Context: an optimization exercise on an open-source flow, tuned for small area, a short achievable clock period and few clock cycles per item. The choices shown serve that exercise and are no tape-out recipe.
RTL that was checked went through simulation tests only; none was proved equivalent to the original.
No functional check of the RTL was part of run 1.

==> flow/design.v, too long to show whole: its modules and the start of the top module <==
// module sha384: 1797 lines
module sha384 (
    input  wire         clk,
    input  wire         rst,            
    input  wire         in_valid,
    output wire         in_ready,
    input  wire [63:0]  in_data,        
    input  wire         in_first,       
    input  wire         in_last,        
    output wire [383:0] digest,         
    output reg          digest_valid
);
  // ...
==> flow/flow/run.sh <==
#!/bin/bash
set -euo pipefail
export SETUP_SLACK_MARGIN=${MARGIN:-6.5}
bash standard.sh > layout.log 2>&1
==> flow/standard.sh <==
#!/bin/bash
# synth_recipe.tcl (not shown) runs the flow's synth.tcl, then flattens the netlist and writes it again
# the make line also repeats each setting of config.mk as NAME=value (left out here)
make -C /OpenROAD-flow-scripts/flow DESIGN_CONFIG=/design/flow/config.mk WORK_HOME=/design/flow/orfs CLKGATE_MAP_FILE= SYNTH_SCRIPT=/design/flow/synth_recipe.tcl "${@:-finish}"
==> flow/config.mk <==
export PLATFORM = sky130hd
export DESIGN_NAME = sha384
export DESIGN_NICKNAME = sha384
export VERILOG_FILES = /design/flow/design.v
export SDC_FILE = /design/flow/constraint.sdc
export NUM_CORES = 8
export LEC_CHECK = 0
export CAP_MARGIN = 40
export CORE_MARGIN = 2
export CORE_UTILIZATION = 40
export SLEW_MARGIN = 40
export SYNTH_MEMORY_MAX_BITS = 16384
==> flow/constraint.sdc <==
create_clock -name core_clock -period 12.0 [get_ports {clk}]
set_input_delay 2.4000 -clock core_clock [delete_from_list [all_inputs] [get_ports {clk}]]
set_output_delay 2.4000 -clock core_clock [all_outputs]
set_load 0.01 [all_outputs]
==> implementation parameters, run 1 <==
Parameter                              Value

Job
  Max-capacitance violation count ... 0

Global route
  Number of antenna violations at the first check in global routing ... 32
  Global-route met1 utilization ... 0.4665

Yosys
  Part of the Yosys area used for sequential elements ... 0.4375
  Leading cell type by number of instances after synthesis ... sky130_fd_sc_hd__dfxtp_1
  Post-synthesis cell area ... 0.09826 mm²

Drt
  Post-route met1 wirelength ... 185900 µm
  Met2 wire len ... 194600 µm

STA
  Fin. Hold Viols ... 0
  Pins over their slew limit ... 0
  Worst clock skew ... 108.5 ps
  Achievable clock frequency ... 165.0 MHz

CTS
  Post-CTS resize count ... 614
  Hold buffer count at CTS ... 0
  Number of H-tree branching levels ... 4

Layout
  Final core utilization ... 0.4944
  Number of antenna repair diodes ... 12
  Buffer count excluding the clock tree in the final layout ... 797
  Fraction of area in clock buffers and inverters ... 0.06540
  Post-route cell area ... 0.1205 mm²
  Combined flip-flop and latch cell area ... 0.04332 mm²

Setup path
  Kind of start point of the critical path ... flop
  Largest stage delay on the critical path ... 620 ps
  Cell family with the largest share of critical-path delay ... compound AO/OA/AOI/OAI gates
  First element of the critical path ... e[51]
  Setup Crit Path Kind ... flop to flop
  Total stage count of the critical path ... 20

Die
  Y dimension of the die ... 499.6 µm
  Full die area ... 0.2496 mm²
  Site row count ... 181

Outcome
  Outcome ... no timing/DRC/antenna violations

Placement
  Total cell area at the placement stage ... 0.1063 mm²
  Final weighted congestion of routability-driven global placement ... 1.012
==> run 2, diff against run 1 <==
--- a/flow/design.v
+++ b/flow/design.v
@@ -19,81 +19,63 @@
     localparam [63:0] IV7 = 64'h47b5481dbefa4fa4;
     reg  [3:0]  ph;           
     reg  [4:0]  wc;           
     reg         ld_first, ld_last;
     reg         run;          
     reg  [6:0]  rc;           
     reg         run_first, run_last;
     reg         q77, q78, q79;    
-    reg         fin;              
-    reg         u77, u78, u79;    
-    reg         nuiv;             
-    reg         hr79;             
+    wire fin = q77 | q78 | q79;   
     wire [4:0] wc_base = q78 ? 5'd0 : wc;    
     assign in_ready = !wc_base[4] && (ph == wc_base[3:0]);
     wire accept = in_valid && in_ready;
-    reg  start, start_iv, start_h;
+    wire start = (ph == 4'd1) && (rc == 7'd79) && (wc != 5'd0);
     wire abort = run && (rc <= 7'd14) && ({2'b00, wc} < rc + 7'd2);
     wire sched = run && (rc >= 7'd14) && (rc <= 7'd77) && wc[4];
     always @(posedge clk) begin
         if (rst) begin
             ph           <= 4'd0;
             wc           <= 5'd0;
             run          <= 1'b0;
             rc           <= 7'd79;
             q77          <= 1'b0;
             q78          <= 1'b0;
             q79          <= 1'b0;
-            fin          <= 1'b0;
-            u77          <= 1'b0;
-            u78          <= 1'b0;
-            u79          <= 1'b0;
-            nuiv         <= 1'b1;
-            hr79         <= 1'b0;
             digest_valid <= 1'b0;
-            start        <= 1'b0;
-            start_iv     <= 1'b0;
-            start_h      <= 1'b0;
         end else begin
-            start    <= start_next;
-            start_iv <= start_next && ldf_next;
-            start_h  <= start_next && !run_next;
             ph <= ph + 4'd1;
-            wc <= wc_next;
+            wc <= wc_base + {4'd0, accept};
             digest_valid <= q79 && run_last;
             q77 <= run && (rc == 7'd76);
             q78 <= q77;
             q79 <= q78;
-            fin <= (run && (rc == 7'd76)) || q77 || q78;
-            u77 <= run && (rc == 7'd76) && run_first;
-            u78 <= u77;
-            u79 <= u78;
-            nuiv <= !((run && (rc == 7'd76) && run_first) || u77 || u78);
-            hr79 <= q78 && !run_first;
-            rc <= rc_next;
-            run <= run_next;
+            if (start) begin
+                run <= 1'b1;
+                rc  <= 7'd0;
+            end else if (run) begin
+                if (abort || rc == 7'd79) begin
+                    run <= 1'b0;
+                    rc  <= 7'd79;
+                end else begin
+                    rc  <= rc + 7'd1;
+                end
+            end
         end
     end
     always @(posedge clk) begin
         if (accept && wc_base == 5'd0) begin
             ld_first <= in_first;
             ld_last  <= in_last;
         end
         if (start) begin
             run_first <= ld_first;
             run_last  <= ld_last;
         end
     end
-    wire [6:0] rc_next = start ? 7'd0 :
-                         (!run || abort || rc == 7'd79) ? 7'd79 : rc + 7'd1;
-    wire       run_next = start || (run && !abort && rc != 7'd79);
-    wire [4:0] wc_next  = wc_base + {4'd0, accept};
-    wire       ldf_next = (accept && wc_base == 5'd0) ? in_first : ld_first;
-    wire       start_next = (ph == 4'd0) && (rc_next == 7'd79) && (wc_next != 5'd0);
     reg [63:0] k_t;
     always @(*) begin
         case (rc)
             7'd0: k_t = 64'h7137449123ef65cd;
             7'd1: k_t = 64'hb5c0fbcfec4d3b2f;
             7'd2: k_t = 64'he9b5dba58189dbbc;
             7'd3: k_t = 64'h3956c25bf348b538;
             7'd4: k_t = 64'h59f111f1b605d019;
@@ -576,20 +558,21 @@
     integer i;
     always @(posedge clk) begin
         for (i = 0; i < 15; i = i + 1)
             w[i] <= w[i + 1];
         w[15] <= accept ? in_data : (sched ? w_next : w0);
     end
     reg [63:0] r [0:7];
     reg [63:0] a, b, c, d, e, f, g, x;
-    wire [63:0] ha = ({64{u77}} & IV3) | ({64{u78}} & IV2) | ({64{u79}} & IV1) |
-                     ({64{nuiv}} & r[0]);
-    wire [63:0] he = ({64{u77}} & IV7) | ({64{u78}} & IV6) | ({64{u79}} & IV5) |
-                     ({64{nuiv}} & r[4]);
+    wire [63:0] iva = q77 ? IV3 : (q78 ? IV2 : IV1);
+    wire [63:0] ive = q77 ? IV7 : (q78 ? IV6 : IV5);
+    wire        use_iv = fin && run_first;
+    wire [63:0] ha  = use_iv ? iva : r[0];
+    wire [63:0] he  = use_iv ? ive : r[4];
     wire [63:0] am  = a & {64{fin}};
     wire [63:0] em  = e & {64{fin}};
     wire [63:0] ha_p = ha ^ am;
     wire [63:0] ha_g = ha & am;
     wire ha_g1_1 = ha_g[1] | (ha_p[1] & ha_g[0]);
     wire ha_p1_1 = ha_p[1] & ha_p[0];
     wire ha_g1_3 = ha_g[3] | (ha_p[3] & ha_g[2]);
     wire ha_p1_3 = ha_p[3] & ha_p[2];
@@ -1356,18 +1339,18 @@
     wire he_p6_60 = he_p5_60 & he_p5_31;
     wire he_g6_61 = he_g5_61 | (he_p5_61 & he_g5_31);
     wire he_p6_61 = he_p5_61 & he_p5_31;
     wire he_g6_62 = he_g5_62 | (he_p5_62 & he_g5_31);
     wire he_p6_62 = he_p5_62 & he_p5_31;
     wire he_g6_63 = he_g5_63 | (he_p5_63 & he_g5_31);
     wire he_p6_63 = he_p5_63 & he_p5_31;
     wire [63:0] sum_e = he_p ^ {he_g6_62, he_g6_61, he_g6_60, he_g6_59, he_g6_58, he_g6_57, he_g6_56, he_g6_55, he_g6_54, he_g6_53, he_g6_52, he_g6_51, he_g6_50, he_g6_49, he_g6_48, he_g6_47, he_g6_46, he_g6_45, he_g6_44, he_g6_43, he_g6_42, he_g6_41, he_g6_40, he_g6_39, he_g6_38, he_g6_37, he_g6_36, he_g6_35, he_g6_34, he_g6_33, he_g6_32, he_g5_31, he_g5_30, he_g5_29, he_g5_28, he_g5_27, he_g5_26, he_g5_25, he_g5_24, he_g5_23, he_g5_22, he_g5_21, he_g5_20, he_g5_19, he_g5_18, he_g5_17, he_g5_16, he_g4_15, he_g4_14, he_g4_13, he_g4_12, he_g4_11, he_g4_10, he_g4_9, he_g4_8, he_g3_7, he_g3_6, he_g3_5, he_g3_4, he_g2_3, he_g2_2, he_g1_1, he_g[0], 1'b0};
-    wire [63:0] h0g = ({64{u79}} & IV0) | ({64{hr79}} & r[1]);
-    wire [63:0] h4g = ({64{u79}} & IV4) | ({64{hr79}} & r[5]);
+    wire [63:0] h0g = q79 ? (run_first ? IV0 : r[1]) : 64'd0;
+    wire [63:0] h4g = q79 ? (run_first ? IV4 : r[5]) : 64'd0;
     wire [63:0] bs0 = {a[27:0], a[63:28]} ^ {a[33:0], a[63:34]} ^ {a[38:0], a[63:39]};
     wire [63:0] bs1 = {e[13:0], e[63:14]} ^ {e[17:0], e[63:18]} ^ {e[40:0], e[63:41]};
     wire [63:0] ch  = (e & f) ^ (~e & g);
     wire [63:0] maj = (a & b) | (a & c) | (b & c);
     wire [63:0] t_s = bs1 ^ ch ^ x;
     wire [63:0] t_c = {(bs1[62:0] & ch[62:0]) | (bs1[62:0] & x[62:0]) | (ch[62:0] & x[62:0]), 1'b0};
     wire [63:0] u_s = bs0 ^ maj ^ h0g;
     wire [63:0] u_c = {(bs0[62:0] & maj[62:0]) | (bs0[62:0] & h0g[62:0]) | (maj[62:0] & h0g[62:0]), 1'b0};
@@ -1768,18 +1751,18 @@
     wire xk_g6_61 = xk_g5_61 | (xk_p5_61 & xk_g5_31);
     wire xk_p6_61 = xk_p5_61 & xk_p5_31;
     wire xk_g6_62 = xk_g5_62 | (xk_p5_62 & xk_g5_31);
     wire xk_p6_62 = xk_p5_62 & xk_p5_31;
     wire xk_g6_63 = xk_g5_63 | (xk_p5_63 & xk_g5_31);
     wire xk_p6_63 = xk_p5_63 & xk_p5_31;
     wire [63:0] x_next = xk_p ^ {xk_g6_62, xk_g6_61, xk_g6_60, xk_g6_59, xk_g6_58, xk_g6_57, xk_g6_56, xk_g6_55, xk_g6_54, xk_g6_53, xk_g6_52, xk_g6_51, xk_g6_50, xk_g6_49, xk_g6_48, xk_g6_47, xk_g6_46, xk_g6_45, xk_g6_44, xk_g6_43, xk_g6_42, xk_g6_41, xk_g6_40, xk_g6_39, xk_g6_38, xk_g6_37, xk_g6_36, xk_g6_35, xk_g6_34, xk_g6_33, xk_g6_32, xk_g5_31, xk_g5_30, xk_g5_29, xk_g5_28, xk_g5_27, xk_g5_26, xk_g5_25, xk_g5_24, xk_g5_23, xk_g5_22, xk_g5_21, xk_g5_20, xk_g5_19, xk_g5_18, xk_g5_17, xk_g5_16, xk_g4_15, xk_g4_14, xk_g4_13, xk_g4_12, xk_g4_11, xk_g4_10, xk_g4_9, xk_g4_8, xk_g3_7, xk_g3_6, xk_g3_5, xk_g3_4, xk_g2_3, xk_g2_2, xk_g1_1, xk_g[0], 1'b0};
     wire init    = start;
-    wire init_iv = start_iv;      
-    wire init_h  = start_h;       
+    wire init_iv = start && ld_first;
+    wire init_h  = start && !run;
     always @(posedge clk) begin
         r[0] <= q79 ? a_rnd : r[1];
         r[1] <= r[2];
         r[2] <= r[3];
         r[3] <= sum_e;
         r[4] <= q79 ? e_rnd : r[5];
         r[5] <= r[6];
         r[6] <= r[7];
==> flow/run.sh (new file) <==
#!/bin/bash
# synth_recipe.tcl (not shown) runs the flow's synth.tcl, then flattens the netlist and writes it again
# the make line also repeats each setting of config.mk as NAME=value (left out here)
make -C /OpenROAD-flow-scripts/flow DESIGN_CONFIG=/design/flow/config.mk WORK_HOME=/design/flow/orfs CLKGATE_MAP_FILE= SYNTH_SCRIPT=/design/flow/synth_recipe.tcl finish
==> flow/config.mk (replaced) <==
export PLATFORM = sky130hd
export DESIGN_NAME = sha384
export DESIGN_NICKNAME = sha384
export VERILOG_FILES = /design/flow/design.v
export SDC_FILE = /design/flow/constraint.sdc
export NUM_CORES = 8
export LEC_CHECK = 0
export CAP_MARGIN = 40
export CORE_MARGIN = 2
export CORE_UTILIZATION = 40
export SETUP_SLACK_MARGIN = 5
export SLEW_MARGIN = 40
export SYNTH_MEMORY_MAX_BITS = 16384
removed: flow/flow/run.sh
removed: flow/standard.sh
==> run 2 against run 1 <==
Net effect:
- still clean on timing, DRC and antenna
- register-to-register slack got worse by 920 ps
- maximum frequency decreased by 13%
- worst setup slack lost 920 ps
- highest routed layer unchanged
==> implementation parameters, run 2 <==
Parameter                              Value

Yosys
  Top cells by area, synth ... sky130_fd_sc_hd__dfxtp_1 (43%), sky130_fd_sc_hd__fa_1 (11%), sky130_fd_sc_hd__xnor2_1 (6.3%)
  Leading cell type by number of instances after synthesis ... sky130_fd_sc_hd__dfxtp_1
  Count of flip-flops with a built-in enable after synthesis ... 4
  Top_reg_cell synth ... sky130_fd_sc_hd__dfxtp_1
  Number of instances in the synthesized netlist ... 9859
  Part of the Yosys area used for sequential elements ... 0.4320 (-0.005535)
  Synth Register Bits ... 2073
  Commonest cells post-synth ... sky130_fd_sc_hd__dfxtp_1 (2069), sky130_fd_sc_hd__nand2_1 (994), sky130_fd_sc_hd__xnor2_1 (695)
  Synth async-reset ratio ... 0
  Number of nets in the synthesized netlist ... 10860
  Post-synthesis cell area ... 0.09616 mm² (-2.1%)
  Number of distinct library cells after synthesis ... 85
  Share of the synthesized area in the top cell type ... 0.4308
  Synth area leader ... sky130_fd_sc_hd__dfxtp_1
  Number of warning messages in the yosys log ... 3
  Average instance area after synthesis ... 9.753 µm²

Drt
  DRT antenna net count ... 0
  Post-DR vias/cell ... 5.674
  Number of DRC markers after the initial detailed-route iteration ... 8277
  Total DRC errors in the routed layout ... 0
  Detailed-routing iteration count for the pre-antenna-repair pass ... 8
  Via count ... 76600
  Final WL ... 447200 µm
  Average wire per standard cell ... 33.13 µm

Hold path
  Number of stages on the worst hold path ... 0
  Critical hold path startpoint ... w[13][29]
  Class of the tightest hold or removal check ... flop to flop
  Hold-critical path endpoint ... w[12][29]

Placement
  Total half-perimeter wirelength after legalization and detailed placement ... 346000 µm
  Number of placed cells counting well taps ... 13090
  Pre-CTS worst setup slack ... 4069 ps
  Final weighted congestion of routability-driven global placement ... 0.9885 (-2.3%)
  Number of I/O port buffers ... 454

Layout
  Area growth syn-to-layout ... 17.04%
  Register name with the most flops ... w
  Commonest cells after routing, fill and taps aside ... sky130_fd_sc_hd__dfxtp_1 (2056), sky130_fd_sc_hd__nand2_1 (982), sky130_fd_sc_hd__xnor2_1 (676)
  Share of layout cells above drive strength 1 ... 0.08346
  Flip-flop count of the largest register, all copies and words added ... 1024
  Most frequent standard cell in the layout excluding fill and tap cells ... sky130_fd_sc_hd__dfxtp_1
  Net count of the finished layout ... 11150
  Final cell count without fillers ... 13500
  Final core utilization ... 0.4718 (-0.02256)
  Regs by FF count ... w: 1024 flops, r: 512 flops

CTS
  Clock network latency to the later pin of the worst-skew pair ... 920 ps
  Number of sinks on the clock net ... 2073
  Clock tree from TritonCTS ... done
  Number of H-tree branching levels ... 4 (unchanged)
  Clock input transition at the sequential cells of the worst setup and hold paths ... 70 ps
  Hold buffer count at CTS ... 0 (unchanged)
  Number of clock buffers inserted by TritonCTS ... 214
  Clock root buffer ... sky130_fd_sc_hd__clkbuf_16
  Number of buffers between clock root and the deepest sink ... 3

Job
  Max-capacitance violation count ... 0 (unchanged)

Setup path
  Startpoint of the worst-slack reg-to-reg timing path ... run_first
  Critical path arrival ... 7660 ps
  Cell mode on critical path ... sky130_fd_sc_hd__buf_4
  Largest fanout on the critical path ... 41
  Worst path cell trace ... buf_4 > buf_6 > inv_1 > nor2_4 > buf_4 > o21a_1 > ha_1 > inv_1 > fa_1 > nor2b_1 > o31a_1 > o21a_1 > o2111ai_1 > a211oi_1 > nor3_1 > buf_4 > o21ai_0 > nand4_1 > nand4b_1 > a21oi_1 > xor2_1 > o22a_1
  Register-to-register setup slack ... 5020 ps
  Length in cells of the worst reg-to-reg path ... 22
  Cell family with the largest share of critical-path delay ... compound AO/OA/AOI/OAI gates
  Buf/Inv on CP ... 6
  Crit path required time ... 12680 ps
  Largest stage delay on the critical path ... 810 ps (+190 ps)
  Worst path slowest cell ... sky130_fd_sc_hd__a211oi_1
  Kind of start point of the critical path ... flop
  Worst Setup End Kind ... flop
  Critical register-to-register path endpoint ... f[63]
  Setup Crit Path Kind ... flop to flop

Die
  Full die area ... 0.2443 mm² (-2.1%)
  Width of the chip ... 494.3 µm
  Y dimension of the die ... 494.3 µm (-1.1%)
  Initial cell density of the core ... 0.4031
  Ports placed on the boundary ... 455
  Site row count ... 179 (-1.1%)
  Core area ... 0.2385 mm²

STA
  Pins over their slew limit ... 0 (unchanged)
  Fin. Hold Viols ... 0 (unchanged)
  Post-Route Setup TNS ... 0 ps
  Min Clock Period, post-route ... 6976 ps
  Worst slew margin ... 0.3640
  Min Hold Slack ... 203.2 ps
  Worst clock skew ... 129.9 ps (+21.43 ps)
  Portion of the clock cycle consumed by the worst path in the final layout ... 0.5813
  Achievable clock frequency ... 143.4 MHz (-13%)
  Setup repair after global routing missed its margin ... yes
  Post-route setup slack ... 5024 ps
  Worst Tran Pin Value ... 953.9 ps
  Total setup violations reported at the end of the flow ... 0

Global route
  Global-route total usage across every layer ... 0.3583
  Number of antenna violations at the first check in global routing ... 25 (-22%)
  Overflow left after global routing ... 0
  Pin count of the biggest net entering global routing ... 148
  Vias in the first global route ... 75220
  Wire length of the first global-routing pass ... 609600 µm

Outcome
  Outcome ... no timing/DRC/antenna violations
==> run 2: how the worst max path moves through the flow <==
stage	startpoint	to	slack [ps]	cells past startpoint
final	run_first	f[63]	5020	22
after global routing	rc[0]	x[63]	4940	26
after CTS	e[42]	r[4][60]	5010	19
after detailed placement	rc[0]	x[63]	4070	21
after global placement	rc[3]	x[63]	3910	22
after floorplan	rc[0]	x[44]	6150	26
==> run 2: what timing repair did <==
action / 4_1_cts / 5_1_grt
pin swaps: 2 / 1
resized for setup: 51 / 41
setup buffers: 2 / 3
setup endpoints to repair: 72 / 33
endpoints found under the hold margin: 0 / 0
gates cloned: 2 / 1
==> run 2: layout make-up <==
| cell class | instances | area [µm²] |
|---|---|---|
| timing repair buffer | 632 | 6058 |
| sequential | 2073 | 41560 |
| tap | 3167 | 3963 |
| inverter | 525 | 1984 |
| clock inverter | 113 | 1627 |
| antenna | 6 | 15.01 |
| fill | 22410 | 126000 |
| clock buffer | 285 | 6053 |
| multi-input combinational | 6700 | 51280 |
==> run 2: through the flow <==
stage	instance area [µm²]
floorplan	96160
global placement	104100
detailed placement	104400
CTS	112300
global route	112500
finish	112500
==> run 2: logic make-up after synthesis <==
| logic type | after synthesis | share of synthesized area |
|---|---|---|
| flops | 2073 | 0.4320 |
| buf+inv | 1088 | 0.04250 |
| fa+ha+maj | 974 | 0.1670 |
| compound gates | 2095 | 0.1356 |
| xor+xnor | 944 | 0.08606 |
| mux | 192 | 0.02216 |
| simple gates | 2493 | 0.1148 |
==> run 2: worst register-to-register path, stage by stage, from the launching register on <==
cell	delay, ps
sky130_fd_sc_hd__edfxtp_1	320
sky130_fd_sc_hd__buf_4	470
sky130_fd_sc_hd__buf_6	580
sky130_fd_sc_hd__inv_1	220
sky130_fd_sc_hd__nor2_4	200
sky130_fd_sc_hd__buf_4	400
sky130_fd_sc_hd__o21a_1	220
sky130_fd_sc_hd__ha_1	140
sky130_fd_sc_hd__inv_1	60
sky130_fd_sc_hd__fa_1	460
sky130_fd_sc_hd__nor2b_1	180
sky130_fd_sc_hd__o31a_1	180
sky130_fd_sc_hd__o21a_1	340
sky130_fd_sc_hd__o2111ai_1	370
sky130_fd_sc_hd__a211oi_1	810
sky130_fd_sc_hd__nor3_1	100
sky130_fd_sc_hd__buf_4	220
sky130_fd_sc_hd__o21ai_0	610
sky130_fd_sc_hd__nand4_1	200
sky130_fd_sc_hd__nand4b_1	200
sky130_fd_sc_hd__a21oi_1	160
sky130_fd_sc_hd__xor2_1	190
sky130_fd_sc_hd__o22a_1	180
==> run 2: per-layer routing <==
| layer | share of wire | global-route usage |
|---|---|---|
| met1 | 0.42 | 0.4755 |
| met2 | 0.43 | 0.5364 |
| met3 | 0.079 | 0.06581 |
| met4 | 0.076 | 0.2288 |
| met5 | 0.00012 | 0 |
Testbench counts of run 2, summed over its fixed seeds: cycles 191,696, blocks 2,396.
==> run 3, diff against run 2 <==
--- a/flow/config.mk
+++ b/flow/config.mk
@@ -9,5 +9,5 @@
 export CORE_MARGIN = 2
 export CORE_UTILIZATION = 40
-export SETUP_SLACK_MARGIN = 5
+export SETUP_SLACK_MARGIN = 3
 export SLEW_MARGIN = 40
 export SYNTH_MEMORY_MAX_BITS = 16384
==> run 3 against run 2 <==
Net effect:
- via count is essentially flat
- wire length shrank 0.43%
- global-route usage down 0.12 points
- still clean on timing, DRC and antenna
- area after synthesis stayed put
- sequential share of layout area rose by 0.13 points
- critical path depth is the same
- critical endpoint is now x[63]
==> implementation parameters, run 3 <==
Parameter                              Value

Outcome
  Outcome ... no timing/DRC/antenna violations

Setup path
  Kind of start point of the critical path ... flop
  Largest fanout on the critical path ... 45 (+9.8%)
  Critical path arrival ... 8860 ps (+1200 ps)
  Setup Crit Path Kind ... flop to flop
  Crit path required time ... 12770 ps (+90 ps)
  Worst Setup End Kind ... flop

STA
  Worst slew margin ... 0.3522 (-0.01180)
  Fin. Hold Viols ... 0 (unchanged)
  Min Clock Period, post-route ... 8088 ps (+1112 ps)
  Portion of the clock cycle consumed by the worst path in the final layout ... 0.6740 (+0.09268)
  Worst Tran Pin Value ... 971.6 ps (+17.69 ps)
  Pins over their slew limit ... 0 (unchanged)
  Achievable clock frequency ... 123.6 MHz (-14%)
  Setup repair after global routing missed its margin ... no
  Post-route setup slack ... 3912 ps (-1112 ps)
  Post-Route Setup TNS ... 0 ps (unchanged)
  Worst clock skew ... 134.5 ps (+4.599 ps)
  Total setup violations reported at the end of the flow ... 0 (unchanged)

Layout
  Commonest cells after routing, fill and taps aside ... sky130_fd_sc_hd__dfxtp_1 (2062), sky130_fd_sc_hd__nand2_1 (988), sky130_fd_sc_hd__xnor2_1 (683)
  Register name with the most flops ... w
  Share of layout cells above drive strength 1 ... 0.07819 (-0.005272)
  Regs by FF count ... w: 1024 flops, r: 512 flops
  Most frequent standard cell in the layout excluding fill and tap cells ... sky130_fd_sc_hd__dfxtp_1
  Number of fill cells in the layout ... 22450 (+0.15%)
  Final core utilization ... 0.4701 (-0.001679)
  Flip-flop count of the largest register, all copies and words added ... 1024 (unchanged)
  Area growth syn-to-layout ... 16.62%
  Combined flip-flop and latch cell area ... 0.04156 mm² (about the same)
  Net count of the finished layout ... 11140 (-0.063%)
  Combined area of the multi-input logic cells ... 0.05097 mm² (-0.59%)
  Final cell count without fillers ... 13510 (+0.037%)

Drt
  Total DRC errors in the routed layout ... 0 (unchanged)
  Detailed-routing iteration count for the pre-antenna-repair pass ... 8 (unchanged)
  Number of DRC markers after the initial detailed-route iteration ... 8501 (+2.7%)
  Post-DR vias/cell ... 5.671 (about the same)
  Via count ... 76600 (-0.0065%)
  Final WL ... 445300 µm (-0.43%)
  Average wire per standard cell ... 32.97 µm (-0.47%)
  DRT antenna net count ... 0 (unchanged)

Die
  Y dimension of the die ... 494.3 µm (unchanged)
  Core area ... 0.2385 mm² (unchanged)
  Ports placed on the boundary ... 455 (unchanged)
  Width of the chip ... 494.3 µm (unchanged)
  Site row count ... 179 (unchanged)
  Full die area ... 0.2443 mm² (unchanged)
  Initial cell density of the core ... 0.4031 (unchanged)

Yosys
  Number of instances in the synthesized netlist ... 9859 (unchanged)
  Commonest cells post-synth ... sky130_fd_sc_hd__dfxtp_1 (2069), sky130_fd_sc_hd__nand2_1 (994), sky130_fd_sc_hd__xnor2_1 (695)
  Share of the synthesized area in the top cell type ... 0.4308 (unchanged)
  Number of nets in the synthesized netlist ... 10860 (unchanged)
  Synth async-reset ratio ... 0 (unchanged)
  Number of distinct library cells after synthesis ... 85 (unchanged)
  Top_reg_cell synth ... sky130_fd_sc_hd__dfxtp_1
  Top cells by area, synth ... sky130_fd_sc_hd__dfxtp_1 (43%), sky130_fd_sc_hd__fa_1 (11%), sky130_fd_sc_hd__xnor2_1 (6.3%)
  Number of warning messages in the yosys log ... 3 (unchanged)
  Synth Register Bits ... 2073 (unchanged)
  Count of flip-flops with a built-in enable after synthesis ... 4 (unchanged)
  Average instance area after synthesis ... 9.753 µm² (unchanged)
  Part of the Yosys area used for sequential elements ... 0.4320 (unchanged)
  Leading cell type by number of instances after synthesis ... sky130_fd_sc_hd__dfxtp_1
  Post-synthesis cell area ... 0.09616 mm² (unchanged)
  Synth area leader ... sky130_fd_sc_hd__dfxtp_1

CTS
  Post-CTS setup-driven buffer insertion count ... 0 (-2)
  Clock tree from TritonCTS ... done
  Number of buffers between clock root and the deepest sink ... 3 (unchanged)
  Post-CTS resize count ... 0 (-100%)
  Number of H-tree branching levels ... 4 (unchanged)
  Clock input transition at the sequential cells of the worst setup and hold paths ... 70 ps (about the same)
  Number of clock buffers inserted by TritonCTS ... 214 (unchanged)
  Clock network latency to the later pin of the worst-skew pair ... 930 ps (about the same)
  Hold buffer count at CTS ... 0 (unchanged)
  Clock root buffer ... sky130_fd_sc_hd__clkbuf_16
  Number of sinks on the clock net ... 2073 (unchanged)

Job
  Max-capacitance violation count ... 0 (unchanged)

Placement
  Final weighted congestion of routability-driven global placement ... 0.9885 (unchanged)
  Pre-CTS worst setup slack ... 4069 ps (unchanged)
  Number of placed cells counting well taps ... 13090 (unchanged)
  Total half-perimeter wirelength after legalization and detailed placement ... 346000 µm (unchanged)
  Number of I/O port buffers ... 454 (unchanged)

Global route
  Overflow left after global routing ... 0 (unchanged)
  Number of antenna violations at the first check in global routing ... 32 (+28%)
  Global-route total usage across every layer ... 0.3571 (-0.001183)
  Vias in the first global route ... 75160 (-0.084%)
  Wire length of the first global-routing pass ... 608000 µm (-0.27%)
  Pin count of the biggest net entering global routing ... 148 (unchanged)

Hold path
  Class of the tightest hold or removal check ... flop to flop
run 3: cell counts after synthesis:
Identical to the previous run, type by type.
run 3: cell type report:
| class | instances | area share |
|---|---|---|
| multi-input cells | 6698 | 0.4546 |
| flip-flops and latches | 2073 | 0.3706 |
| clock buffers | 285 | 0.05398 |
| repair buffers | 627 | 0.05300 |
| well taps | 3167 | 0.03534 |
| inverters | 525 | 0.01764 |
| clock inverters | 113 | 0.01450 |
| diodes | 18 | 0.0004017 |
run 3: critical path: stages (launching register included):
cell	delay (ps)
sky130_fd_sc_hd__dfxtp_1	340
sky130_fd_sc_hd__buf_4	340
sky130_fd_sc_hd__buf_4	330
sky130_fd_sc_hd__ha_1	640
sky130_fd_sc_hd__nand3_1	450
sky130_fd_sc_hd__nor4_2	510
sky130_fd_sc_hd__buf_4	650
sky130_fd_sc_hd__buf_4	620
sky130_fd_sc_hd__buf_4	510
sky130_fd_sc_hd__nor2_1	80
sky130_fd_sc_hd__nor2_1	470
sky130_fd_sc_hd__fa_1	530
sky130_fd_sc_hd__ha_1	340
sky130_fd_sc_hd__and3_1	220
sky130_fd_sc_hd__nand2_1	80
sky130_fd_sc_hd__nor2_1	50
sky130_fd_sc_hd__a21oi_1	410
sky130_fd_sc_hd__o31ai_1	220
sky130_fd_sc_hd__a41o_1	300
sky130_fd_sc_hd__o21ai_0	280
sky130_fd_sc_hd__o2bb2ai_1	200
sky130_fd_sc_hd__o21bai_1	110
sky130_fd_sc_hd__xnor2_1	130
run 3: final timing paths:
kind / from / slack [ps] / to / cells after the start
worst max-delay path: rc[0] / 3910 / x[63] / 22
worst max register to register: rc[0] / 3910 / x[63] / 22
worst min register to register: w[13][29] / 200 / w[12][29] / 0
worst min-delay path: w[13][29] / 200 / w[12][29] / 0
run 3: stage by stage:
| step | hold WS, ps | instance area, µm² |
|---|---|---|
| floorplan | 309.6 | 96160 |
| global placement | 309.6 | 104100 |
| detailed placement | 312.1 | 104400 |
| CTS | 192.1 | 112000 |
| global route | 215.6 | 112100 |
| finish | 203.4 | 112100 |
run 3: layer usage:
layer,track usage,up-vias,share of wire
met5,0,-,0.000090
met1,0.4726,38110,0.42
met4,0.2244,6,0.073
met2,0.5390,4007,0.43
li1,-,33570,-
met3,0.06415,903,0.079
run 3: cell families (layout without fill, tap and decap cells):
logic type / Yosys count / count (layout) / synth area share
other cells: 0 / 18 / 0
mux: 192 / 192 / 0.02216
xor+xnor: 944 / 944 / 0.08606
compound gates: 2095 / 2095 / 0.1356
flops: 2073 / 2073 / 0.4320
simple gates: 2493 / 2493 / 0.1148
buf+inv: 1088 / 1550 / 0.04250
fa+ha+maj: 974 / 974 / 0.1670
==> run 4, diff against run 3 <==
==> flow/flow/run.sh (new file) <==
#!/bin/bash
set -euo pipefail
export SETUP_SLACK_MARGIN=${MARGIN:-6.5}
bash standard.sh > layout.log 2>&1
==> flow/standard.sh (new file) <==
#!/bin/bash
# synth_recipe.tcl (not shown) runs the flow's synth.tcl, then flattens the netlist and writes it again
# the make line also repeats each setting of config.mk as NAME=value (left out here)
make -C /OpenROAD-flow-scripts/flow DESIGN_CONFIG=/design/flow/config.mk WORK_HOME=/design/flow/orfs CLKGATE_MAP_FILE= SYNTH_SCRIPT=/design/flow/synth_recipe.tcl "${@:-finish}"
--- a/flow/config.mk
+++ b/flow/config.mk
@@ -9,5 +9,5 @@
 export CORE_MARGIN = 2
 export CORE_UTILIZATION = 40
-export SETUP_SLACK_MARGIN = 3
 export SLEW_MARGIN = 40
 export SYNTH_MEMORY_MAX_BITS = 16384
+export TNS_END_PERCENT = 10
removed: flow/run.sh
==> run 4 against run 3 <==
Net effect:
- global-route usage rose by 0.97 points
- clock skew fell by 45 ps
- non-clock buffer count rose by 225
- critical path type unchanged
- cell area rose by 6.4%
- maximum frequency rose by 40%
- still clean
- via count rose by 2.1%
- wire length rose by 3.5%
- area after synthesis did not move
- die area did not move
- cell count rose by 1.6%
==> implementation parameters, run 4 <==
Parameter                              Value

Yosys
  Synth async-reset ratio ... 0 (unchanged)
  Share of the synthesized area in the top cell type ... 0.4308 (unchanged)
  Top cells by area, synth ... sky130_fd_sc_hd__dfxtp_1 (43%), sky130_fd_sc_hd__fa_1 (11%), sky130_fd_sc_hd__xnor2_1 (6.3%)
  Synth area leader ... sky130_fd_sc_hd__dfxtp_1
  Post-synthesis cell area ... 0.09616 mm² (unchanged)
  Number of nets in the synthesized netlist ... 10860 (unchanged)
  Synth Register Bits ... 2073 (unchanged)
  Top_reg_cell synth ... sky130_fd_sc_hd__dfxtp_1
  Leading cell type by number of instances after synthesis ... sky130_fd_sc_hd__dfxtp_1
  Count of flip-flops with a built-in enable after synthesis ... 4 (unchanged)
  Average instance area after synthesis ... 9.753 µm² (unchanged)
  Number of warning messages in the yosys log ... 3 (unchanged)
  Number of instances in the synthesized netlist ... 9859 (unchanged)
  Part of the Yosys area used for sequential elements ... 0.4320 (unchanged)
  Number of distinct library cells after synthesis ... 85 (unchanged)
  Commonest cells post-synth ... sky130_fd_sc_hd__dfxtp_1 (2069), sky130_fd_sc_hd__nand2_1 (994), sky130_fd_sc_hd__xnor2_1 (695)

Setup path
  Crit path required time ... 12760 ps (about the same)
  Worst path cell trace ... buf_12 > bufbuf_16 > nand2_1 > buf_6 > o21a_1 > ha_1 > inv_1 > fa_1 > nor2b_1 > o31a_1 > o21a_1 > o2111ai_1 > a211oi_2 > nor3_1 > buf_4 > o21ai_1 > nand4_1 > nand4b_1 > a21oi_1 > xor2_1 > o22a_1
  Register-to-register setup slack ... 6200 ps (+2290 ps)
  Endpoint of the worst setup timing path ... f[63]
  Worst Setup End Kind ... flop
  Critical path arrival ... 6560 ps (-2300 ps)
  Largest fanout on the critical path ... 18 (-60%)
  Critical register-to-register path endpoint ... f[63]
  Setup Crit Path Kind ... flop to flop
  Length in cells of the worst reg-to-reg path ... 21 (-4.5%)
  Kind of start point of the critical path ... flop
  Largest stage delay on the critical path ... 550 ps (-100 ps)
  Worst path slowest cell ... sky130_fd_sc_hd__a211oi_2
  Startpoint of the worst-slack reg-to-reg timing path ... run_first
  Cell mode on critical path ... sky130_fd_sc_hd__o21a_1
  First element of the critical path ... run_first

STA
  Post-Route Setup TNS ... 0 ps (unchanged)
  Post-route setup slack ... 6205 ps (+2293 ps)
  Fin. Hold Viols ... 0 (unchanged)
  Pins over their slew limit ... 0 (unchanged)
  Total setup violations reported at the end of the flow ... 0 (unchanged)
  Worst slew margin ... 0.3245 (-0.02779)
  Worst Tran Pin Value ... 1006 ps (+34.45 ps)
  Setup repair after global routing missed its margin ... yes
  Portion of the clock cycle consumed by the worst path in the final layout ... 0.4830 (-0.1910)
  Worst clock skew ... 89.03 ps (-45.50 ps)
  Achievable clock frequency ... 172.5 MHz (+40%)
  Min Clock Period, post-route ... 5795 ps (-2293 ps)

Placement
  Total half-perimeter wirelength after legalization and detailed placement ... 344300 µm (-0.49%)
  Final weighted congestion of routability-driven global placement ... 1.004 (+1.6%)
  Pre-CTS worst setup slack ... 3931 ps (-138.2 ps)
  Total cell area at the placement stage ... 0.1042 mm² (-0.13%)
  Number of I/O port buffers ... 454 (unchanged)

CTS
  Number of H-tree branching levels ... 4 (unchanged)
  Clock network latency to the later pin of the worst-skew pair ... 910 ps (-20 ps)
  Number of buffers between clock root and the deepest sink ... 3 (unchanged)
  Clock tree from TritonCTS ... done
  Clock root buffer ... sky130_fd_sc_hd__clkbuf_16
  Number of clock buffers inserted by TritonCTS ... 210 (-1.9%)
  Clock input transition at the sequential cells of the worst setup and hold paths ... 70 ps (about the same)
  Number of sinks on the clock net ... 2073 (unchanged)

Drt
  Detailed-routing iteration count for the pre-antenna-repair pass ... 6 (-2)
  Post-DR vias/cell ... 5.699 (+0.49%)
  DRT antenna net count ... 0 (unchanged)
  Via count ... 78220 (+2.1%)
  Number of DRC markers after the initial detailed-route iteration ... 8045 (-5.4%)
  Average wire per standard cell ... 33.58 µm (+1.8%)
  Final WL ... 460900 µm (+3.5%)
  Total DRC errors in the routed layout ... 0 (unchanged)

Layout
  Most frequent standard cell in the layout excluding fill and tap cells ... sky130_fd_sc_hd__dfxtp_1
  Net count of the finished layout ... 11370 (+2.0%)
  Share of layout cells above drive strength 1 ... 0.1624 (+0.08416)
  Regs by FF count ... w: 1024 flops, r: 512 flops
  Area growth syn-to-layout ... 24.13%
  Number of fill cells in the layout ... 21910 (-2.4%)
  Commonest cells after routing, fill and taps aside ... sky130_fd_sc_hd__dfxtp_1 (1940), sky130_fd_sc_hd__nand2_1 (948), sky130_fd_sc_hd__xnor2_1 (613), sky130_fd_sc_hd__nor2_1 (613), sky130_fd_sc_hd__inv_1 (511)
  Post-route cell area ... 0.1194 mm² (+6.4%)
  Flip-flop count of the largest register, all copies and words added ... 1024 (unchanged)
  Register name with the most flops ... w

Die
  Initial cell density of the core ... 0.4031 (unchanged)
  Core area ... 0.2385 mm² (unchanged)
  Site row count ... 179 (unchanged)
  Width of the chip ... 494.3 µm (unchanged)
  Ports placed on the boundary ... 455 (unchanged)
  Y dimension of the die ... 494.3 µm (unchanged)
  Full die area ... 0.2443 mm² (unchanged)

Global route
  Number of antenna violations at the first check in global routing ... 36 (+13%)
  Global-route total usage across every layer ... 0.3668 (+0.009665)
  Met3 Usage GRT ... 0.07637 (+0.01222)
  Pin count of the biggest net entering global routing ... 122 (-18%)
  M2 GR Usage ... 0.5498 (+0.01073)
  Wire length of the first global-routing pass ... 622300 µm (+2.4%)
  Most utilized layer in the global route result ... met2
  Vias in the first global route ... 76510 (+1.8%)
  Overflow left after global routing ... 0 (unchanged)
  Global-route met1 utilization ... 0.4769 (+0.004285)

Job
  Max-capacitance violation count ... 0 (unchanged)

Hold path
  Critical hold path startpoint ... w[4][25]
  Class of the tightest hold or removal check ... flop to flop

Outcome
  Outcome ... no timing/DRC/antenna violations
## run 4: cell counts after synthesis
No cell type changed its count.
## run 4: repair_timing
action                     in CTS  in global routing
pin swaps                     183                161
hold buffers                    0                  0
gates cloned                   20                  7
resized for setup             818                318
setup endpoints to repair     352                172
setup buffers                 143                 69
## run 4: worst min-delay path by stage
stage	to	slack (ps)	cells past startpoint
5_1_grt	w[3][27]	260	0
3_5_place_dp	w[11][21]	310	0
4_1_cts	w[3][25]	260	0
3_3_place_gp	w[11][22]	310	0
6_report	w[3][25]	260	0
2_1_floorplan	w[10][0]	310	0
## run 4: per-stage QoR
stage / hold slack (ps) / util / instances
2_1_floorplan: 309.6 / - / 9859
3_3_place_gp: 309.7 / 0.4361 / 13080
3_5_place_dp: 312.1 / 0.4370 / 13080
4_1_cts: 259.9 / 0.4912 / 13640
5_1_grt: 264.8 / 0.5003 / 13720
6_report: 257.8 / 0.5004 / 13730
## run 4: layout make-up
cell class	instances	area [µm²]	share of cell area
Antenna cell	13	32.53	0.0002725
Sequential cell	2073	41850	0.3506
Clock buffer	274	5877	0.04924
Multi-Input combinational cell	6702	54950	0.4603
Inverter	525	2006	0.01680
Tap cell	3167	3963	0.03320
Clock inverter	119	1846	0.01546
Timing Repair Buffer	852	8838	0.07405
## run 4: critical path, delay by kind of cell, from the launching register on
kind | cells | cell delay (ps)
compound gates | 8 | 2300
xor+xnor | 1 | 180
fa+ha+maj | 2 | 630
buf+inv | 5 | 1160
flops | 1 | 430
simple gates | 5 | 910
## run 4: logic make-up (layout without fill, tap and decap cells)
| family | count (synthesis) | after routing | synth area share |
|---|---|---|---|
| compound gates | 2095 | 2095 | 0.1356 |
| xor+xnor | 944 | 944 | 0.08606 |
| fa+ha+maj | 974 | 974 | 0.1670 |
| buf+inv | 1088 | 1770 | 0.04250 |
| flops | 2073 | 2073 | 0.4320 |
| mux | 192 | 192 | 0.02216 |
| other cells | 0 | 13 | 0 |
| simple gates | 2493 | 2497 | 0.1148 |
## run 4: routing by layer
metal	part of all wire	up-vias
met3	0.090	1095
met2	0.42	4396
li1	-	34070
met5	0.000082	-
met4	0.086	8
met1	0.40	38650
==> run 5, diff against run 4 <==
--- a/flow/config.mk
+++ b/flow/config.mk
@@ -11,3 +11,2 @@
 export SLEW_MARGIN = 40
 export SYNTH_MEMORY_MAX_BITS = 16384
-export TNS_END_PERCENT = 10
==> run 5 against run 4 <==
Net effect:
- still clean
- die area stayed put
- via count is 1.1% higher
- first-iteration DRC count is 5.6% higher
- clock-buffer cell count stayed put
- maximum frequency is 1.4% higher
- highest routed layer unchanged
==> implementation parameters, run 5 <==
Parameter                              Value

Die
  Y dimension of the die ... 494.3 µm (unchanged)
  Core area ... 0.2385 mm² (unchanged)
  Initial cell density of the core ... 0.4031 (unchanged)
  Full die area ... 0.2443 mm² (unchanged)
  Ports placed on the boundary ... 455 (unchanged)
  Width of the chip ... 494.3 µm (unchanged)
  Site row count ... 179 (unchanged)

Job
  Max-capacitance violation count ... 0 (unchanged)

Yosys
  Number of nets in the synthesized netlist ... 10860 (unchanged)
  Number of distinct library cells after synthesis ... 85 (unchanged)
  Count of flip-flops with a built-in enable after synthesis ... 4 (unchanged)
  Top_reg_cell synth ... sky130_fd_sc_hd__dfxtp_1
  Commonest cells post-synth ... sky130_fd_sc_hd__dfxtp_1 (2069), sky130_fd_sc_hd__nand2_1 (994), sky130_fd_sc_hd__xnor2_1 (695)
  Number of instances in the synthesized netlist ... 9859 (unchanged)
  Synth area leader ... sky130_fd_sc_hd__dfxtp_1
  Share of the synthesized area in the top cell type ... 0.4308 (unchanged)
  Average instance area after synthesis ... 9.753 µm² (unchanged)
  Number of warning messages in the yosys log ... 3 (unchanged)
  Synth Register Bits ... 2073 (unchanged)
  Synth async-reset ratio ... 0 (unchanged)
  Top cells by area, synth ... sky130_fd_sc_hd__dfxtp_1 (43%), sky130_fd_sc_hd__fa_1 (11%), sky130_fd_sc_hd__xnor2_1 (6.3%)
  Post-synthesis cell area ... 0.09616 mm² (unchanged)
  Part of the Yosys area used for sequential elements ... 0.4320 (unchanged)
  Leading cell type by number of instances after synthesis ... sky130_fd_sc_hd__dfxtp_1

Setup path
  Largest fanout on the critical path ... 6 (-12)
  Crit path required time ... 12780 ps (+20 ps)
  Kind of start point of the critical path ... flop
  Worst Setup End Kind ... flop
  Startpoint of the worst-slack reg-to-reg timing path ... e[52]
  Setup Crit Path Kind ... flop to flop
  Critical register-to-register path endpoint ... e[62]
  Length in cells of the worst reg-to-reg path ... 22 (+4.8%)
  Register-to-register setup slack ... 6290 ps (+80 ps)
  Critical path arrival ... 6490 ps (-70 ps)

Layout
  Combined area of the multi-input logic cells ... 0.05600 mm² (+1.9%)
  Regs by FF count ... w: 1024 flops, r: 512 flops
  Number of fill cells in the layout ... 21740 (-0.80%)
  Register name with the most flops ... w
  Net count of the finished layout ... 11410 (+0.38%)
  Combined flip-flop and latch cell area ... 0.04188 mm² (about the same)
  Final cell count without fillers ... 13770 (+0.32%)
  Share of layout cells above drive strength 1 ... 0.1785 (+0.01615)
  Commonest cells after routing, fill and taps aside ... sky130_fd_sc_hd__dfxtp_1 (1930), sky130_fd_sc_hd__nand2_1 (942), sky130_fd_sc_hd__nor2_1 (608)
  Most frequent standard cell in the layout excluding fill and tap cells ... sky130_fd_sc_hd__dfxtp_1
  Flip-flop count of the largest register, all copies and words added ... 1024 (unchanged)
  Area growth syn-to-layout ... 25.87%

Drt
  Total DRC errors in the routed layout ... 0 (unchanged)
  Final WL ... 466100 µm (+1.1%)
  Post-DR vias/cell ... 5.745 (+0.81%)
  Via count ... 79100 (+1.1%)
  Average wire per standard cell ... 33.85 µm (+0.81%)
  DRT antenna net count ... 0 (unchanged)
  Number of DRC markers after the initial detailed-route iteration ... 8492 (+5.6%)
  Detailed-routing iteration count for the pre-antenna-repair pass ... 9 (+3)

STA
  Setup repair after global routing missed its margin ... yes
  Worst clock skew ... 82.28 ps (-6.747 ps)
  Min Clock Period, post-route ... 5715 ps (-80.56 ps)
  Total setup violations reported at the end of the flow ... 0 (unchanged)
  Fin. Hold Viols ... 0 (unchanged)
  Post-Route Setup TNS ... 0 ps (unchanged)
  Portion of the clock cycle consumed by the worst path in the final layout ... 0.4762 (-0.006713)
  Achievable clock frequency ... 175.0 MHz (+1.4%)
  Pins over their slew limit ... 0 (unchanged)
  Worst Tran Pin Value ... 966.6 ps (-39.52 ps)
  Worst slew margin ... 0.3532 (+0.02879)

CTS
  Number of buffers between clock root and the deepest sink ... 3 (unchanged)
  Number of H-tree branching levels ... 4 (unchanged)
  Clock tree from TritonCTS ... done
  Clock network latency to the later pin of the worst-skew pair ... 930 ps (+20 ps)
  Number of clock buffers inserted by TritonCTS ... 210 (unchanged)
  Clock root buffer ... sky130_fd_sc_hd__clkbuf_16
  Clock input transition at the sequential cells of the worst setup and hold paths ... 60 ps (about the same)
  Hold buffer count at CTS ... 0 (unchanged)
  Number of sinks on the clock net ... 2073 (unchanged)

Global route
  Pin count of the biggest net entering global routing ... 122 (unchanged)
  Number of antenna violations at the first check in global routing ... 43 (+19%)
  Global-route total usage across every layer ... 0.3679 (+0.001160)
  Overflow left after global routing ... 0 (unchanged)
  Wire length of the first global-routing pass ... 624200 µm (+0.31%)
  Vias in the first global route ... 76820 (+0.42%)

Placement
  Number of I/O port buffers ... 454 (unchanged)
  Final weighted congestion of routability-driven global placement ... 1.004 (unchanged)
  Total half-perimeter wirelength after legalization and detailed placement ... 344300 µm (unchanged)
  Number of placed cells counting well taps ... 13080 (unchanged)

Outcome
  Outcome ... no timing/DRC/antenna violations

Hold path
  Hold-critical path endpoint ... w[3][25]
  Class of the tightest hold or removal check ... flop to flop
  Number of stages on the worst hold path ... 0 (unchanged)
  Critical hold path startpoint ... w[4][25]
[run 5: per-stage QoR]
stage	worst slack [ps]	hold slack, ps	area [µm²]	util
after floorplan	6484	309.6	96180	-
after global placement	3609	309.7	104000	0.4361
after detailed placement	3931	312.1	104200	0.4370
after CTS	6299	259.9	117700	0.4935
after global routing	6254	266.6	121000	0.5073
final	6285	256.8	121000	0.5074
[run 5: per-layer routing]
metal | part of all wire | wire, µm | GRT usage | up-vias
met5 | 0.00024 | 114 | 0 | -
li1 | - | - | - | 34130
met3 | 0.091 | 42450 | 0.08103 | 1143
met4 | 0.084 | 39070 | 0.2427 | 18
met1 | 0.40 | 185900 | 0.4748 | 39280
met2 | 0.43 | 198600 | 0.5535 | 4533
[run 5: worst max-delay path by stage]
stage | from | end | slack [ps] | depth (start not counted)
final | e[52] | e[62] | 6290 | 22
after floorplan | rc[0] | x[44] | 6480 | 26
after detailed placement | rc[0] | x[63] | 3930 | 20
after global placement | rc[0] | x[63] | 3610 | 20
after global routing | e[19] | e[47] | 6250 | 26
after CTS | e[19] | r[4][63] | 6300 | 25
[run 5: critical path: stages, from the launching register on]
cell and delay [ps]:
sky130_fd_sc_hd__dfxtp_4 430, sky130_fd_sc_hd__xor2_2 210, sky130_fd_sc_hd__xnor2_2 340, sky130_fd_sc_hd__fa_2 570, sky130_fd_sc_hd__xor2_4 200, sky130_fd_sc_hd__xnor2_2 160, sky130_fd_sc_hd__fa_1 530, sky130_fd_sc_hd__inv_2 50
sky130_fd_sc_hd__ha_4 240, sky130_fd_sc_hd__a211oi_2 230, sky130_fd_sc_hd__o211ai_1 190, sky130_fd_sc_hd__a21oi_4 250, sky130_fd_sc_hd__nand4b_1 250, sky130_fd_sc_hd__a221o_2 510, sky130_fd_sc_hd__a21oi_4 210, sky130_fd_sc_hd__o31a_1 170
sky130_fd_sc_hd__buf_6 120, sky130_fd_sc_hd__o21ai_4 70, sky130_fd_sc_hd__a21oi_4 160, sky130_fd_sc_hd__buf_12 160, sky130_fd_sc_hd__o21ai_4 60, sky130_fd_sc_hd__xor2_2 170, sky130_fd_sc_hd__a211o_1 290
[run 5: layout make-up]
class	count	share of cell area
multi-input combinational	6703	0.4627
sequential	2073	0.3460
timing repair buffer	894	0.07778
clock buffer	274	0.04856
tap	3167	0.03274
inverter	525	0.01670
clock inverter	119	0.01525
antenna	14	0.0002895
[run 5: cells by family after synthesis]
group,synth area share
fa+ha+maj,0.1670
flops,0.4320
xor+xnor,0.08606
buf+inv,0.04250
simple gates,0.1148
mux,0.02216
compound gates,0.1356
[run 5: timing repair]
item | in CTS | in global routing
setup buffers | 164 | 85
cloned | 21 | 12
pin swaps | 211 | 195
setup endpoints to repair | 352 | 155
gates resized for setup | 910 | 456
==> run 6, diff against run 5 <==
==> flow/flow/run.sh (replaced) <==
#!/bin/bash
set -euo pipefail
export SETUP_SLACK_MARGIN=${MARGIN:-6.8}
bash standard.sh > layout.log 2>&1
==> run 6 against run 5 <==
Net effect:
- clock skew fell by 8.1 ps
- non-clock buffer count rose by 113
- via count rose by 1.6%
- worst hold slack improved by 24 ps
- clock-buffer cell count rose by 20
- synthesized cell count did not move
==> implementation parameters, run 6 <==
Parameter                              Value

Global route
  Vias in the first global route ... 78320 (+1.9%)
  Global-route total usage across every layer ... 0.3686 (+0.0006564)
  Overflow left after global routing ... 0 (unchanged)
  Number of antenna violations at the first check in global routing ... 17 (-60%)
  Wire length of the first global-routing pass ... 628600 µm (+0.70%)
  Pin count of the biggest net entering global routing ... 102 (-16%)

CTS
  Number of buffers between clock root and the deepest sink ... 3 (unchanged)
  Number of clock buffers inserted by TritonCTS ... 212 (+0.95%)
  Clock tree from TritonCTS ... done
  Clock root buffer ... sky130_fd_sc_hd__clkbuf_16
  Number of H-tree branching levels ... 4 (unchanged)
  Clock network latency to the later pin of the worst-skew pair ... 910 ps (-20 ps)
  Hold buffer count at CTS ... 0 (unchanged)
  Number of sinks on the clock net ... 2073 (unchanged)
  Clock input transition at the sequential cells of the worst setup and hold paths ... 70 ps (about the same)

Yosys
  Synth Register Bits ... 2073 (unchanged)
  Commonest cells post-synth ... sky130_fd_sc_hd__dfxtp_1 (2069), sky130_fd_sc_hd__nand2_1 (994), sky130_fd_sc_hd__xnor2_1 (695)
  Part of the Yosys area used for sequential elements ... 0.4320 (unchanged)
  Post-synthesis cell area ... 0.09616 mm² (unchanged)
  Number of nets in the synthesized netlist ... 10860 (unchanged)
  Synth area leader ... sky130_fd_sc_hd__dfxtp_1
  Leading cell type by number of instances after synthesis ... sky130_fd_sc_hd__dfxtp_1
  Number of instances in the synthesized netlist ... 9859 (unchanged)
  Share of the synthesized area in the top cell type ... 0.4308 (unchanged)
  Average instance area after synthesis ... 9.753 µm² (unchanged)
  Top_reg_cell synth ... sky130_fd_sc_hd__dfxtp_1
  Synth async-reset ratio ... 0 (unchanged)
  Top cells by area, synth ... sky130_fd_sc_hd__dfxtp_1 (43%), sky130_fd_sc_hd__fa_1 (11%), sky130_fd_sc_hd__xnor2_1 (6.3%)
  Number of warning messages in the yosys log ... 3 (unchanged)
  Number of distinct library cells after synthesis ... 85 (unchanged)
  Count of flip-flops with a built-in enable after synthesis ... 4 (unchanged)

Setup path
  Kind of start point of the critical path ... flop
  Length in cells of the worst reg-to-reg path ... 20 (-9.1%)
  Setup Crit Path Kind ... flop to flop
  Critical register-to-register path endpoint ... r[4][56]
  Largest fanout on the critical path ... 6 (unchanged)
  Crit path required time ... 12810 ps (+30 ps)
  Startpoint of the worst-slack reg-to-reg timing path ... e[47]
  Worst Setup End Kind ... flop
  Critical path arrival ... 6580 ps (+90 ps)
  Register-to-register setup slack ... 6230 ps (-60 ps)

Drt
  Final WL ... 464400 µm (-0.36%)
  Via count ... 80370 (+1.6%)
  Number of DRC markers after the initial detailed-route iteration ... 9041 (+6.5%)
  DRT antenna net count ... 0 (unchanged)
  Detailed-routing iteration count for the pre-antenna-repair pass ... 6 (-3)
  Post-DR vias/cell ... 5.791 (+0.80%)
  Average wire per standard cell ... 33.46 µm (-1.2%)
  Total DRC errors in the routed layout ... 0 (unchanged)

Die
  Ports placed on the boundary ... 455 (unchanged)
  Site row count ... 179 (unchanged)
  Full die area ... 0.2443 mm² (unchanged)
  Core area ... 0.2385 mm² (unchanged)
  Y dimension of the die ... 494.3 µm (unchanged)
  Initial cell density of the core ... 0.4031 (unchanged)
  Width of the chip ... 494.3 µm (unchanged)

STA
  Worst Tran Pin Value ... 1005 ps (+38.15 ps)
  Worst clock skew ... 74.23 ps (-8.052 ps)
  Total setup violations reported at the end of the flow ... 0 (unchanged)
  Min Hold Slack ... 280.8 ps (+23.98 ps)
  Achievable clock frequency ... 173.2 MHz (-1.0%)
  Post-route setup slack ... 6227 ps (-58.40 ps)
  Worst slew margin ... 0.3231 (-0.03013)
  Min Clock Period, post-route ... 5773 ps (+58.40 ps)
  Setup repair after global routing missed its margin ... yes
  Portion of the clock cycle consumed by the worst path in the final layout ... 0.4811 (+0.004867)
  Pins over their slew limit ... 0 (unchanged)
  Post-Route Setup TNS ... 0 ps (unchanged)
  Fin. Hold Viols ... 0 (unchanged)

Placement
  Number of placed cells counting well taps ... 13060 (-0.17%)
  Total half-perimeter wirelength after legalization and detailed placement ... 333900 µm (-3.0%)
  Number of I/O port buffers ... 454 (unchanged)
  Pre-CTS worst setup slack ... 4526 ps (+594.8 ps)
  Final weighted congestion of routability-driven global placement ... 1.052 (+4.8%)

Outcome
  Outcome ... no timing/DRC/antenna violations

Layout
  Final core utilization ... 0.5180 (+0.01056)
  Flip-flop count of the largest register, all copies and words added ... 1024 (unchanged)
  Register name with the most flops ... w
  Most frequent standard cell in the layout excluding fill and tap cells ... sky130_fd_sc_hd__dfxtp_1
  Regs by FF count ... w: 1024 flops, r: 512 flops
  Number of fill cells in the layout ... 21290 (-2.1%)
  Final cell count without fillers ... 13880 (+0.80%)
  Commonest cells after routing, fill and taps aside ... sky130_fd_sc_hd__dfxtp_1 (1902), sky130_fd_sc_hd__nand2_1 (926), sky130_fd_sc_hd__nor2_1 (594)
  Area growth syn-to-layout ... 28.49%
  Net count of the finished layout ... 11530 (+1.0%)
  Combined flip-flop and latch cell area ... 0.04190 mm² (about the same)
  Combined area of the multi-input logic cells ... 0.05708 mm² (+1.9%)
  Share of layout cells above drive strength 1 ... 0.2015 (+0.02299)

Hold path
  Class of the tightest hold or removal check ... flop to flop
  Hold-critical path endpoint ... w[11][30]
  Critical hold path startpoint ... w[12][30]
  Number of stages on the worst hold path ... 0 (unchanged)

Job
  Max-capacitance violation count ... 0 (unchanged)
-- run 6: logic make-up after synthesis --
| family | after synthesis | share of synthesized area |
|---|---|---|
| AO/OA/AOI/OAI | 2095 | 0.1356 |
| adder cells (fa/ha/maj) | 974 | 0.1670 |
| multiplexers | 192 | 0.02216 |
| XOR/XNOR | 944 | 0.08606 |
| AND/OR/NAND/NOR | 2493 | 0.1148 |
| flip-flops | 2073 | 0.4320 |
| buffers and inverters | 1088 | 0.04250 |
-- run 6: what timing repair did --
action,4_1_cts,5_1_grt
endpoints found under the hold margin,0,0
pin swaps,263,249
buffers inserted,246,124
setup endpoints to repair,468,196
gates cloned,41,5
gates resized for setup,1200,486
-- run 6: worst max-delay path by stage --
stage	start	to	slack [ps]	cells past startpoint
final	e[47]	r[4][56]	6230	20
after global routing	e[32]	r[4][60]	6240	20
after CTS	e[42]	e[63]	6340	25
after detailed placement	rc[1]	x[63]	4530	19
after global placement	rc[1]	x[63]	4090	20
after floorplan	rc[1]	x[44]	6740	25
-- run 6: area by class of cell --
class | count | share of cell area
clock buffers | 294 | 0.04884
well taps | 3167 | 0.03207
clock inverters | 92 | 0.01181
diodes | 17 | 0.0003443
repair buffers | 1007 | 0.08956
inverters | 525 | 0.01625
multi-input cells | 6704 | 0.4620
flip-flops and latches | 2073 | 0.3391
-- run 6: critical path, stage by stage, from the launching register on --
cell and delay (ps):
sky130_fd_sc_hd__dfxtp_1 690, sky130_fd_sc_hd__xnor2_1 200, sky130_fd_sc_hd__fa_2 670, sky130_fd_sc_hd__inv_1 80
sky130_fd_sc_hd__fa_1 460, sky130_fd_sc_hd__fa_1 500, sky130_fd_sc_hd__inv_1 40, sky130_fd_sc_hd__ha_1 370
sky130_fd_sc_hd__a21oi_1 240, sky130_fd_sc_hd__nor2b_1 80, sky130_fd_sc_hd__nor2_2 160, sky130_fd_sc_hd__nand3_2 170
sky130_fd_sc_hd__a211oi_4 290, sky130_fd_sc_hd__buf_12 170, sky130_fd_sc_hd__o31ai_4 70, sky130_fd_sc_hd__a2111o_1 500
sky130_fd_sc_hd__a221oi_4 330, sky130_fd_sc_hd__buf_12 170, sky130_fd_sc_hd__o21ai_2 70, sky130_fd_sc_hd__xor2_1 160
sky130_fd_sc_hd__mux2_4 270
-- run 6: per-layer routing --
layer / part of all wire / vias to the layer above / wire length (µm) / track usage
li1: - / 34370 / - / -
met5: 0.00068 / - / 316 / 0
met4: 0.089 / 10 / 41460 / 0.2607
met2: 0.42 / 4953 / 193200 / 0.5393
met1: 0.39 / 39660 / 180600 / 0.4717
met3: 0.11 / 1380 / 48850 / 0.09672
-- run 6: metrics by stage --
stage,instance area [µm²]
after floorplan,96300
after global placement,103900
after detailed placement,104200
after CTS,119900
after global routing,123500
final,123600

## static timing again, ports no longer ideal
The flow's constraints put no driver on any port. The routed layouts listed below were extracted and timed again, unchanged, in two steps. Step 1 (the two cells are an assumption about what drives the block):
set clk [get_ports {clk}]
set_driving_cell -lib_cell sky130_fd_sc_hd__clkbuf_16 $clk
set_driving_cell -lib_cell sky130_fd_sc_hd__buf_2 [delete_from_list [all_inputs] $clk]
Step 2 moves the port delays by t, midway between the first and last clock arrival at a register: inputs arrive t later, outputs are due t later. That takes back most of the time a late clock gives input paths. a / b / c = no drivers / after step 1 / after step 2; a / b = the first two.
run	t, ns	setup WS [ns]	hold WS [ns]
run 1	0.965	5.941 / 5.941 / 5.573	0.240 / 0.240 / 0.240
run 2	0.958	5.024 / 5.024 / 5.024	0.203 / 0.203 / 0.203
run 3	0.966	3.912 / 3.912 / 3.912	0.203 / 0.203 / 0.203
run 4	0.985	6.205 / 6.205 / 6.205	0.258 / 0.258 / 0.258
run 5	0.982	6.285 / 6.285 / 6.285	0.257 / 0.257 / 0.257
run 6	0.979	6.227 / 6.227 / 6.227	0.281 / 0.281 / 0.281
After both steps setup and hold are still met in every run listed. For run 1, which loses most, drivers alone change the setup slack by 0.000 ns; drivers and shift together by -0.368 ns.
